This is an optimization exercise on Yosys and OpenROAD, whose aim is small area and a short achievable clock period, not a production implementation. Function was checked by simulation only, so behaviour that the tests miss may differ from the original.

==> inputs of 06-17 <==
Design epilogue_unit, start of the top module:
module epilogue_unit (
    input  wire        clk,
    input  wire        rst,           
    input  wire        in_valid,
    input  wire [31:0] in_y,          
    input  wire [15:0] in_sc,         
    input  wire [15:0] in_sx,         
    input  wire [31:0] in_bias,       
    input  wire        in_bias_fp16,  
    input  wire        in_null,       
    input  wire        in_relu,       
    input  wire [3:0]  in_fmt,        
    output wire        out_valid,
    output wire [31:0] out_data,      
    output wire [2:0]  out_flags      
);
==> module epi_lzshift, before the edit <==
module epi_lzshift #(
    parameter W  = 32,
    parameter LW = 5
) (
    input  wire [W-1:0]  x,
    input  wire          en,
    output wire [W-1:0]  y,
    output wire [LW-1:0] lz
);
    wire [31:0] xp = {x, {(32-W){1'b0}}};
    wire [15:0] v1;  wire [15:0] c1;
    wire [7:0]  v2;  wire [15:0] c2;
    wire [3:0]  v3;  wire [11:0] c3;
    wire [1:0]  v4;  wire [7:0]  c4;
    wire [4:0]  c5;
    genvar g;
    generate
        for (g = 0; g < 16; g = g + 1) begin : g_l1
            assign v1[g] = xp[2*g+1] | xp[2*g];
            assign c1[g] = ~xp[2*g+1];
        end
        for (g = 0; g < 8; g = g + 1) begin : g_l2
            assign v2[g] = v1[2*g+1] | v1[2*g];
            assign c2[2*g+1:2*g] = v1[2*g+1] ? {1'b0, c1[2*g+1]} : {1'b1, c1[2*g]};
        end
        for (g = 0; g < 4; g = g + 1) begin : g_l3
            assign v3[g] = v2[2*g+1] | v2[2*g];
            assign c3[3*g+2:3*g] = v2[2*g+1] ? {1'b0, c2[4*g+3:4*g+2]} : {1'b1, c2[4*g+1:4*g]};
        end
        for (g = 0; g < 2; g = g + 1) begin : g_l4
            assign v4[g] = v3[2*g+1] | v3[2*g];
            assign c4[4*g+3:4*g] = v3[2*g+1] ? {1'b0, c3[6*g+5:6*g+3]} : {1'b1, c3[6*g+2:6*g]};
        end
    endgenerate
    assign c5 = v4[1] ? {1'b0, c4[7:4]} : {1'b1, c4[3:0]};
    assign lz = en ? c5[LW-1:0] : {LW{1'b0}};
    assign y  = x << lz;
endmodule
Settings: LEC_CHECK=0, ABC_AREA=1, CAP_MARGIN=80, CORE_MARGIN=2, CORE_UTILIZATION=40, SLEW_MARGIN=90; clock period 30.0 ns.
run.sh (not shown) runs the stock make flow with config.mk's settings and CLKGATE_MAP_FILE= SYNTH_SCRIPT=/design/flow/synth_recipe.tcl, a recipe that flattens the netlist after the stock synthesis.
==> 12-09: changes against 06-17 <==
--- a/flow/design.v
+++ b/flow/design.v
@@ -725,34 +725,16 @@
     output wire [W-1:0]  y,
     output wire [LW-1:0] lz
 );
-    wire [31:0] xp = {x, {(32-W){1'b0}}};
-    wire [15:0] v1;  wire [15:0] c1;
-    wire [7:0]  v2;  wire [15:0] c2;
-    wire [3:0]  v3;  wire [11:0] c3;
-    wire [1:0]  v4;  wire [7:0]  c4;
-    wire [4:0]  c5;
-    genvar g;
+    wire [W-1:0] s [0:LW];
+    assign s[LW] = x;
+    genvar k;
     generate
-        for (g = 0; g < 16; g = g + 1) begin : g_l1
-            assign v1[g] = xp[2*g+1] | xp[2*g];
-            assign c1[g] = ~xp[2*g+1];
-        end
-        for (g = 0; g < 8; g = g + 1) begin : g_l2
-            assign v2[g] = v1[2*g+1] | v1[2*g];
-            assign c2[2*g+1:2*g] = v1[2*g+1] ? {1'b0, c1[2*g+1]} : {1'b1, c1[2*g]};
-        end
-        for (g = 0; g < 4; g = g + 1) begin : g_l3
-            assign v3[g] = v2[2*g+1] | v2[2*g];
-            assign c3[3*g+2:3*g] = v2[2*g+1] ? {1'b0, c2[4*g+3:4*g+2]} : {1'b1, c2[4*g+1:4*g]};
-        end
-        for (g = 0; g < 2; g = g + 1) begin : g_l4
-            assign v4[g] = v3[2*g+1] | v3[2*g];
-            assign c4[4*g+3:4*g] = v3[2*g+1] ? {1'b0, c3[6*g+5:6*g+3]} : {1'b1, c3[6*g+2:6*g]};
+        for (k = LW - 1; k >= 0; k = k - 1) begin : g_s
+            assign lz[k]  = en & ~|s[k+1][W-1 -: (1 << k)];
+            assign s[k]   = lz[k] ? (s[k+1] << (1 << k)) : s[k+1];
         end
     endgenerate
-    assign c5 = v4[1] ? {1'b0, c4[7:4]} : {1'b1, c4[3:0]};
-    assign lz = en ? c5[LW-1:0] : {LW{1'b0}};
-    assign y  = x << lz;
+    assign y = s[0];
 endmodule
 module epi_nar0 (
     input  wire [7:0] e,
CAP_MARGIN = 60   (was 80)
SLEW_MARGIN = 80   (was 90)
==> 11-20: changes against 06-17 <==
--- a/flow/design.v
+++ b/flow/design.v
@@ -725,34 +725,16 @@
     output wire [W-1:0]  y,
     output wire [LW-1:0] lz
 );
-    wire [31:0] xp = {x, {(32-W){1'b0}}};
-    wire [15:0] v1;  wire [15:0] c1;
-    wire [7:0]  v2;  wire [15:0] c2;
-    wire [3:0]  v3;  wire [11:0] c3;
-    wire [1:0]  v4;  wire [7:0]  c4;
-    wire [4:0]  c5;
-    genvar g;
+    wire [W-1:0] s [0:LW];
+    assign s[LW] = x;
+    genvar k;
     generate
-        for (g = 0; g < 16; g = g + 1) begin : g_l1
-            assign v1[g] = xp[2*g+1] | xp[2*g];
-            assign c1[g] = ~xp[2*g+1];
-        end
-        for (g = 0; g < 8; g = g + 1) begin : g_l2
-            assign v2[g] = v1[2*g+1] | v1[2*g];
-            assign c2[2*g+1:2*g] = v1[2*g+1] ? {1'b0, c1[2*g+1]} : {1'b1, c1[2*g]};
-        end
-        for (g = 0; g < 4; g = g + 1) begin : g_l3
-            assign v3[g] = v2[2*g+1] | v2[2*g];
-            assign c3[3*g+2:3*g] = v2[2*g+1] ? {1'b0, c2[4*g+3:4*g+2]} : {1'b1, c2[4*g+1:4*g]};
-        end
-        for (g = 0; g < 2; g = g + 1) begin : g_l4
-            assign v4[g] = v3[2*g+1] | v3[2*g];
-            assign c4[4*g+3:4*g] = v3[2*g+1] ? {1'b0, c3[6*g+5:6*g+3]} : {1'b1, c3[6*g+2:6*g]};
+        for (k = LW - 1; k >= 0; k = k - 1) begin : g_s
+            assign lz[k]  = en & ~|s[k+1][W-1 -: (1 << k)];
+            assign s[k]   = lz[k] ? (s[k+1] << (1 << k)) : s[k+1];
         end
     endgenerate
-    assign c5 = v4[1] ? {1'b0, c4[7:4]} : {1'b1, c4[3:0]};
-    assign lz = en ? c5[LW-1:0] : {LW{1'b0}};
-    assign y  = x << lz;
+    assign y = s[0];
 endmodule
 module epi_nar0 (
     input  wire [7:0] e,
CAP_MARGIN = 20   (was 80)
SLEW_MARGIN = 20   (was 90)
==> run summary <==
quantity                                                                  11-20           12-09                   06-17
Run status                                                       finished clean  finished clean  stopped before the end
Stage where the flow stopped                                                  -               -          global routing
Routed metal-1 wirelength                                              70000 µm        70700 µm                       -
Number of standard-cell rows in the floorplan                               130             130                     129
Final total negative setup slack                                           0 ps            0 ps                       -
XOR/XNOR share of the synthesized area                                    7.99%           7.99%                   8.19%
Initial drt markers                                                        4227            4324                       -
Detailed Routing Iterations Pass 1                                            7               9                       -
Proportion of synthesized chip area in sequential cells                   19.3%           19.3%                   19.6%
Average size of a mapped cell                                          6.76 µm²        6.76 µm²                6.88 µm²
Fraction of the mapped netlist area in simple logic gates                 27.4%           27.4%                   25.8%
Post-synthesis to final-layout area growth                                8.36%           13.8%                       -
Synthesized netlist net count                                              8215            8215                    7947
Clock buffer count in the final layout                                       65              71                       -
Number of different library cells in the post-synthesis netlist              67              67                      66
Proportion of layout cells with a drive suffix above 1                    4.01%           9.56%                       -
First element of the critical path                                  pf.g_r.r[8]    po.g_r.r[17]                       -
Logic depth of the worst setup path including buffers                        38               1                       -
Clock tree from TritonCTS                                                   yes             yes                       -
Die Span Y                                                               360 µm          360 µm                  357 µm


==> v22: inputs <==
Another version of the RTL of epilogue_unit (not shown whole).
clock: 30.0 ns
lec_check: 0
abc_area: 1
cap_margin: 60
core_margin: 2
core_utilization: 40
cts_buf_list: sky130_fd_sc_hd__clkbuf_8
slew_margin: 80
standard.sh (not shown) runs the stock make flow with config.mk's settings and CLKGATE_MAP_FILE= SYNTH_SCRIPT=/design/flow/synth_recipe.tcl, a recipe that flattens the netlist after the stock synthesis.
==> flow/flow/run.sh <==
#!/bin/bash
# The standard layout (standard.sh: standard synthesis, floorplan, place,
# CTS, route) with one change: the port buffers that buffer_ports inserts
# are sky130_fd_sc_hd__buf_2 cells instead of the tool's default pick.
set -euo pipefail
export BUFFER_PORTS_ARGS="-buffer_cell sky130_fd_sc_hd__buf_2"
bash standard.sh > standard.log 2>&1
==> v35 (differences from v22) <==
--- a/flow/design.v
+++ b/flow/design.v
@@ -1104,30 +1104,32 @@
     epi_pipe #(.W(27+9+5+4), .EN(CG)) pg (.clk(clk),
         .d({n,   ne,   zz,   le_g[8], sub_g, nan_g, relu_g, fmt_g}),
         .q({n_h, ne_h, zz_h, ls_h,    sub_h, nan_h, relu_h, fmt_h}));
     wire        nrup = n_h[2] & (n_h[1] | n_h[0] | n_h[3]);
     wire [24:0] rr   = {1'b0, n_h[26:3]} + {24'd0, nrup};
     wire [8:0]  fe   = ne_h + {8'd0, rr[24]};
+    wire        zs_h = zz_h ? (ls_h & ~sub_h) : ls_h;
+    wire [22:0] zf_i;
+    wire [8:0]  fe_i;
+    wire        zz_i, zs_i, nan_i, relu_i;
+    wire [3:0]  fmt_i;
+    epi_pipe #(.W(23+9+4+4), .EN(CH)) ph (.clk(clk),
+        .d({rr[22:0], fe,   zz_h, zs_h,     nan_h, relu_h, fmt_h}),
+        .q({zf_i,     fe_i, zz_i, zs_i,     nan_i, relu_i, fmt_i}));
     reg  [31:0] z;
     always @* begin
-        if (nan_h)
+        if (nan_i)
             z = 32'h7fc00000;
-        else if (zz_h)
-            z = {ls_h & ~sub_h, 31'd0};
-        else if (fe >= 9'd255)
-            z = {ls_h, 8'hff, 23'd0};
+        else if (zz_i)
+            z = {zs_i, 31'd0};
+        else if (fe_i >= 9'd255)
+            z = {zs_i, 8'hff, 23'd0};
         else
-            z = {ls_h, fe[7:0], rr[22:0]};
+            z = {zs_i, fe_i[7:0], zf_i};
     end
-    wire [31:0] act = (relu_h & z[31] & ~nan_h) ? 32'd0 : z;
-    wire [31:0] a_i;
-    wire        nan_i;
-    wire [3:0]  fmt_i;
-    epi_pipe #(.W(32+1+4), .EN(CH)) ph (.clk(clk),
-        .d({act, nan_h, fmt_h}),
-        .q({a_i, nan_i, fmt_i}));
+    wire [31:0] a_i = (relu_i & z[31] & ~nan_i) ? 32'd0 : z;
     wire [5:0]  r_i;
     epi_nar0 u_n0 (.e(a_i[30:23]), .fmt(fmt_i), .r(r_i));
     wire [31:0] inc;
     wire        cin;
     wire [2:0]  sel, flg;
     epi_nar1 u_n1 (.a(a_i), .nan(nan_i), .fmt(fmt_i), .r(r_i),
==> flow/flow/run.sh (replaced) <==
#!/bin/bash
# The standard layout (standard.sh) with two changes after the standard,
# unchanged synthesis:
#  - buffer_ports inserts sky130_fd_sc_hd__buf_2 port buffers instead of the
#    tool's default pick (a slow delay buffer);
#  - placement, CTS and routing repairs may not use the delay cells
#    (clkdlybuf4s*, dlygate4sd*, dlymetal6s*) as wire or slew buffers.
set -euo pipefail
bash standard.sh synth > synth.log 2>&1
export BUFFER_PORTS_ARGS="-buffer_cell sky130_fd_sc_hd__buf_2"
DLY=""
for c in clkdlybuf4s15_1 clkdlybuf4s15_2 clkdlybuf4s18_1 clkdlybuf4s18_2 clkdlybuf4s25_1 \
         clkdlybuf4s25_2 clkdlybuf4s50_1 clkdlybuf4s50_2 dlygate4sd1_1 dlygate4sd2_1 \
         dlygate4sd3_1 dlymetal6s2s_1 dlymetal6s4s_1 dlymetal6s6s_1; do
    DLY="$DLY sky130_fd_sc_hd__$c"
done
export DONT_USE_CELLS="${DLY# }"
bash standard.sh > layout.log 2>&1
==> flow/config.mk (replaced) <==
export PLATFORM = sky130hd
export DESIGN_NAME = epilogue_unit
export DESIGN_NICKNAME = epilogue_unit
export VERILOG_FILES = /design/flow/design.v
export SDC_FILE = /design/flow/constraint.sdc
export NUM_CORES = 4
export LEC_CHECK = 0
export ABC_AREA = 1
export CAP_MARGIN = 30
export CORE_MARGIN = 2
export CORE_UTILIZATION = 40
export SLEW_MARGIN = 65
==> v2 (differences from v22) <==
--- a/flow/design.v
+++ b/flow/design.v
@@ -1104,30 +1104,32 @@
     epi_pipe #(.W(27+9+5+4), .EN(CG)) pg (.clk(clk),
         .d({n,   ne,   zz,   le_g[8], sub_g, nan_g, relu_g, fmt_g}),
         .q({n_h, ne_h, zz_h, ls_h,    sub_h, nan_h, relu_h, fmt_h}));
     wire        nrup = n_h[2] & (n_h[1] | n_h[0] | n_h[3]);
     wire [24:0] rr   = {1'b0, n_h[26:3]} + {24'd0, nrup};
     wire [8:0]  fe   = ne_h + {8'd0, rr[24]};
+    wire        zs_h = zz_h ? (ls_h & ~sub_h) : ls_h;
+    wire [22:0] zf_i;
+    wire [8:0]  fe_i;
+    wire        zz_i, zs_i, nan_i, relu_i;
+    wire [3:0]  fmt_i;
+    epi_pipe #(.W(23+9+4+4), .EN(CH)) ph (.clk(clk),
+        .d({rr[22:0], fe,   zz_h, zs_h,     nan_h, relu_h, fmt_h}),
+        .q({zf_i,     fe_i, zz_i, zs_i,     nan_i, relu_i, fmt_i}));
     reg  [31:0] z;
     always @* begin
-        if (nan_h)
+        if (nan_i)
             z = 32'h7fc00000;
-        else if (zz_h)
-            z = {ls_h & ~sub_h, 31'd0};
-        else if (fe >= 9'd255)
-            z = {ls_h, 8'hff, 23'd0};
+        else if (zz_i)
+            z = {zs_i, 31'd0};
+        else if (fe_i >= 9'd255)
+            z = {zs_i, 8'hff, 23'd0};
         else
-            z = {ls_h, fe[7:0], rr[22:0]};
+            z = {zs_i, fe_i[7:0], zf_i};
     end
-    wire [31:0] act = (relu_h & z[31] & ~nan_h) ? 32'd0 : z;
-    wire [31:0] a_i;
-    wire        nan_i;
-    wire [3:0]  fmt_i;
-    epi_pipe #(.W(32+1+4), .EN(CH)) ph (.clk(clk),
-        .d({act, nan_h, fmt_h}),
-        .q({a_i, nan_i, fmt_i}));
+    wire [31:0] a_i = (relu_i & z[31] & ~nan_i) ? 32'd0 : z;
     wire [5:0]  r_i;
     epi_nar0 u_n0 (.e(a_i[30:23]), .fmt(fmt_i), .r(r_i));
     wire [31:0] inc;
     wire        cin;
     wire [2:0]  sel, flg;
     epi_nar1 u_n1 (.a(a_i), .nan(nan_i), .fmt(fmt_i), .r(r_i),
==> flow/flow/run.sh (replaced) <==
#!/bin/bash
# The standard layout (standard.sh) with two changes after the standard,
# unchanged synthesis:
#  - buffer_ports inserts sky130_fd_sc_hd__buf_2 port buffers instead of the
#    tool's default pick (a slow delay buffer);
#  - placement, CTS and routing repairs may not use the delay cells
#    (clkdlybuf4s*, dlygate4sd*, dlymetal6s*) as wire or slew buffers.
set -euo pipefail
bash standard.sh synth > synth.log 2>&1
export BUFFER_PORTS_ARGS="-buffer_cell sky130_fd_sc_hd__buf_2"
DLY=""
for c in clkdlybuf4s15_1 clkdlybuf4s15_2 clkdlybuf4s18_1 clkdlybuf4s18_2 clkdlybuf4s25_1 \
         clkdlybuf4s25_2 clkdlybuf4s50_1 clkdlybuf4s50_2 dlygate4sd1_1 dlygate4sd2_1 \
         dlygate4sd3_1 dlymetal6s2s_1 dlymetal6s4s_1 dlymetal6s6s_1; do
    DLY="$DLY sky130_fd_sc_hd__$c"
done
export DONT_USE_CELLS="${DLY# }"
bash standard.sh > layout.log 2>&1
--- a/flow/config.mk
+++ b/flow/config.mk
@@ -5,9 +5,8 @@
 export SDC_FILE = /design/flow/constraint.sdc
 export NUM_CORES = 4
 export LEC_CHECK = 0
 export ABC_AREA = 1
 export CAP_MARGIN = 60
 export CORE_MARGIN = 2
-export CORE_UTILIZATION = 40
-export CTS_BUF_LIST = sky130_fd_sc_hd__clkbuf_8
+export CORE_UTILIZATION = 55
 export SLEW_MARGIN = 80
==> v13 (differences from v22) <==
--- a/flow/design.v
+++ b/flow/design.v
@@ -1104,30 +1104,32 @@
     epi_pipe #(.W(27+9+5+4), .EN(CG)) pg (.clk(clk),
         .d({n,   ne,   zz,   le_g[8], sub_g, nan_g, relu_g, fmt_g}),
         .q({n_h, ne_h, zz_h, ls_h,    sub_h, nan_h, relu_h, fmt_h}));
     wire        nrup = n_h[2] & (n_h[1] | n_h[0] | n_h[3]);
     wire [24:0] rr   = {1'b0, n_h[26:3]} + {24'd0, nrup};
     wire [8:0]  fe   = ne_h + {8'd0, rr[24]};
+    wire        zs_h = zz_h ? (ls_h & ~sub_h) : ls_h;
+    wire [22:0] zf_i;
+    wire [8:0]  fe_i;
+    wire        zz_i, zs_i, nan_i, relu_i;
+    wire [3:0]  fmt_i;
+    epi_pipe #(.W(23+9+4+4), .EN(CH)) ph (.clk(clk),
+        .d({rr[22:0], fe,   zz_h, zs_h,     nan_h, relu_h, fmt_h}),
+        .q({zf_i,     fe_i, zz_i, zs_i,     nan_i, relu_i, fmt_i}));
     reg  [31:0] z;
     always @* begin
-        if (nan_h)
+        if (nan_i)
             z = 32'h7fc00000;
-        else if (zz_h)
-            z = {ls_h & ~sub_h, 31'd0};
-        else if (fe >= 9'd255)
-            z = {ls_h, 8'hff, 23'd0};
+        else if (zz_i)
+            z = {zs_i, 31'd0};
+        else if (fe_i >= 9'd255)
+            z = {zs_i, 8'hff, 23'd0};
         else
-            z = {ls_h, fe[7:0], rr[22:0]};
+            z = {zs_i, fe_i[7:0], zf_i};
     end
-    wire [31:0] act = (relu_h & z[31] & ~nan_h) ? 32'd0 : z;
-    wire [31:0] a_i;
-    wire        nan_i;
-    wire [3:0]  fmt_i;
-    epi_pipe #(.W(32+1+4), .EN(CH)) ph (.clk(clk),
-        .d({act, nan_h, fmt_h}),
-        .q({a_i, nan_i, fmt_i}));
+    wire [31:0] a_i = (relu_i & z[31] & ~nan_i) ? 32'd0 : z;
     wire [5:0]  r_i;
     epi_nar0 u_n0 (.e(a_i[30:23]), .fmt(fmt_i), .r(r_i));
     wire [31:0] inc;
     wire        cin;
     wire [2:0]  sel, flg;
     epi_nar1 u_n1 (.a(a_i), .nan(nan_i), .fmt(fmt_i), .r(r_i),
==> flow/flow/run.sh (replaced) <==
#!/bin/bash
# The standard layout (standard.sh) with two changes after the standard,
# unchanged synthesis:
#  - buffer_ports inserts sky130_fd_sc_hd__buf_2 port buffers instead of the
#    tool's default pick (a slow delay buffer);
#  - placement, CTS and routing repairs may not use the delay cells
#    (clkdlybuf4s*, dlygate4sd*, dlymetal6s*) as wire or slew buffers.
set -euo pipefail
bash standard.sh synth > synth.log 2>&1
export BUFFER_PORTS_ARGS="-buffer_cell sky130_fd_sc_hd__buf_2"
DLY=""
for c in clkdlybuf4s15_1 clkdlybuf4s15_2 clkdlybuf4s18_1 clkdlybuf4s18_2 clkdlybuf4s25_1 \
         clkdlybuf4s25_2 clkdlybuf4s50_1 clkdlybuf4s50_2 dlygate4sd1_1 dlygate4sd2_1 \
         dlygate4sd3_1 dlymetal6s2s_1 dlymetal6s4s_1 dlymetal6s6s_1; do
    DLY="$DLY sky130_fd_sc_hd__$c"
done
export DONT_USE_CELLS="${DLY# }"
bash standard.sh > layout.log 2>&1
==> flow/config.mk (replaced) <==
export PLATFORM = sky130hd
export DESIGN_NAME = epilogue_unit
export DESIGN_NICKNAME = epilogue_unit
export VERILOG_FILES = /design/flow/design.v
export SDC_FILE = /design/flow/constraint.sdc
export NUM_CORES = 4
export LEC_CHECK = 0
export ABC_AREA = 1
export CAP_MARGIN = 30
export CORE_MARGIN = 2
export CORE_UTILIZATION = 40
export CTS_CLUSTER_DIAMETER = 170
export CTS_CLUSTER_SIZE = 26
export SLEW_MARGIN = 65
==> run summary <==
                                                                                       v22                         v35                          v2                         v13
Compound-gate portion of the synthesized area                                        13.8%                       14.0%                       14.0%                       14.0%
Clk cell area share                                                                  3.62%                       3.67%                       3.58%                       1.33%
Mapped Avg Cell Area                                                              6.90 µm²                    6.97 µm²                    6.97 µm²                    6.97 µm²
Total number of sequential cells                                                       495                         498                         498                         498
Routability Congestion                                                               0.973                        1.00                        1.02                        1.00
Final cell utilization of the core                                                   45.8%                       43.6%                       62.8%                       42.5%
Total of fill cells in the finished design                                           12.5k                       12.9k                        8263                       13.1k
CTS sink count                                                                         495                         498                         498                         498
Initial DRC Count                                                                     4304                        4141                        4198                        4043
Number of H-tree branching levels                                                        3                           2                           2                           1
Share of post-route cells with drive strength above 1                                12.8%                       8.08%                       13.0%                       7.24%
Netlist area before placement                                                   0.0500 mm²                  0.0496 mm²                  0.0496 mm²                  0.0496 mm²
Slowest library cell on the worst path                    sky130_fd_sc_hd__clkdlybuf4s50_1    sky130_fd_sc_hd__dfxtp_1    sky130_fd_sc_hd__dfxtp_1    sky130_fd_sc_hd__dfxtp_1
Run status                                                         complete, no violations     complete, no violations     complete, no violations     complete, no violations
Root Buffer Master                                               sky130_fd_sc_hd__clkbuf_8  sky130_fd_sc_hd__clkbuf_16  sky130_fd_sc_hd__clkbuf_16  sky130_fd_sc_hd__clkbuf_16
Mean routed wirelength per cell                                                    19.1 µm                     18.7 µm                     20.1 µm                     18.8 µm
Insertion delay to the later sink of the worst-skew pair                           0.82 ns                     0.67 ns                     0.68 ns                     0.65 ns
Data required time at the worst endpoint                                          30.72 ns                    24.00 ns                    24.00 ns                    24.00 ns
Via count                                                                            48.7k                       47.0k                       48.2k                       46.9k
Worst EP arrival                                                                   8.09 ns                     1.14 ns                     1.14 ns                     1.18 ns
Drt first pass iters                                                                     7                           7                           7                           6
Setup crit end kind                                                               register                  output pin                  output pin                  output pin
Worst Path Buf+Inv                                                                      11                           1                           1                           1

[static timing again, ports no longer ideal]
The results above use ideal ports. As a check the final layouts listed here were re-extracted and re-timed, cells and wires unchanged. Step 1 sets driving cells, clkbuf_16 on the clock port and buf_2 on the other inputs (assumed; they add their load-dependent delay and slew). Step 2 moves the port delays by t, midway between the first and last clock arrival at a register: inputs arrive t later, outputs are due t later. That takes back most of the time a late clock gives input paths. Three values: ideal, step 1, step 2; two values: the first two.
run | t (ns) | setup slack, ns | slew at the worst register clock pin (ns) | pins driven straight from the clock port
12-09 | 0.727 | 22.467 / 22.398 / 22.883 | 0.07 / 0.07 | 1
11-20 | 0.713 | 20.751 / 20.751 / 20.751 | 0.08 / 0.08 | 1
v22 | 0.859 | 22.631 / 22.631 / 22.631 | 0.08 / 0.08 | 1
v35 | 0.714 | 22.860 / 22.785 / 22.879 | 0.06 / 0.06 | 1
v2 | 0.719 | 22.863 / 22.786 / 23.065 | 0.07 / 0.07 | 1
v13 | 0.703 | 22.821 / 22.747 / 22.858 | 0.11 / 0.11 | 1
After both steps setup and hold are still met in every run listed.
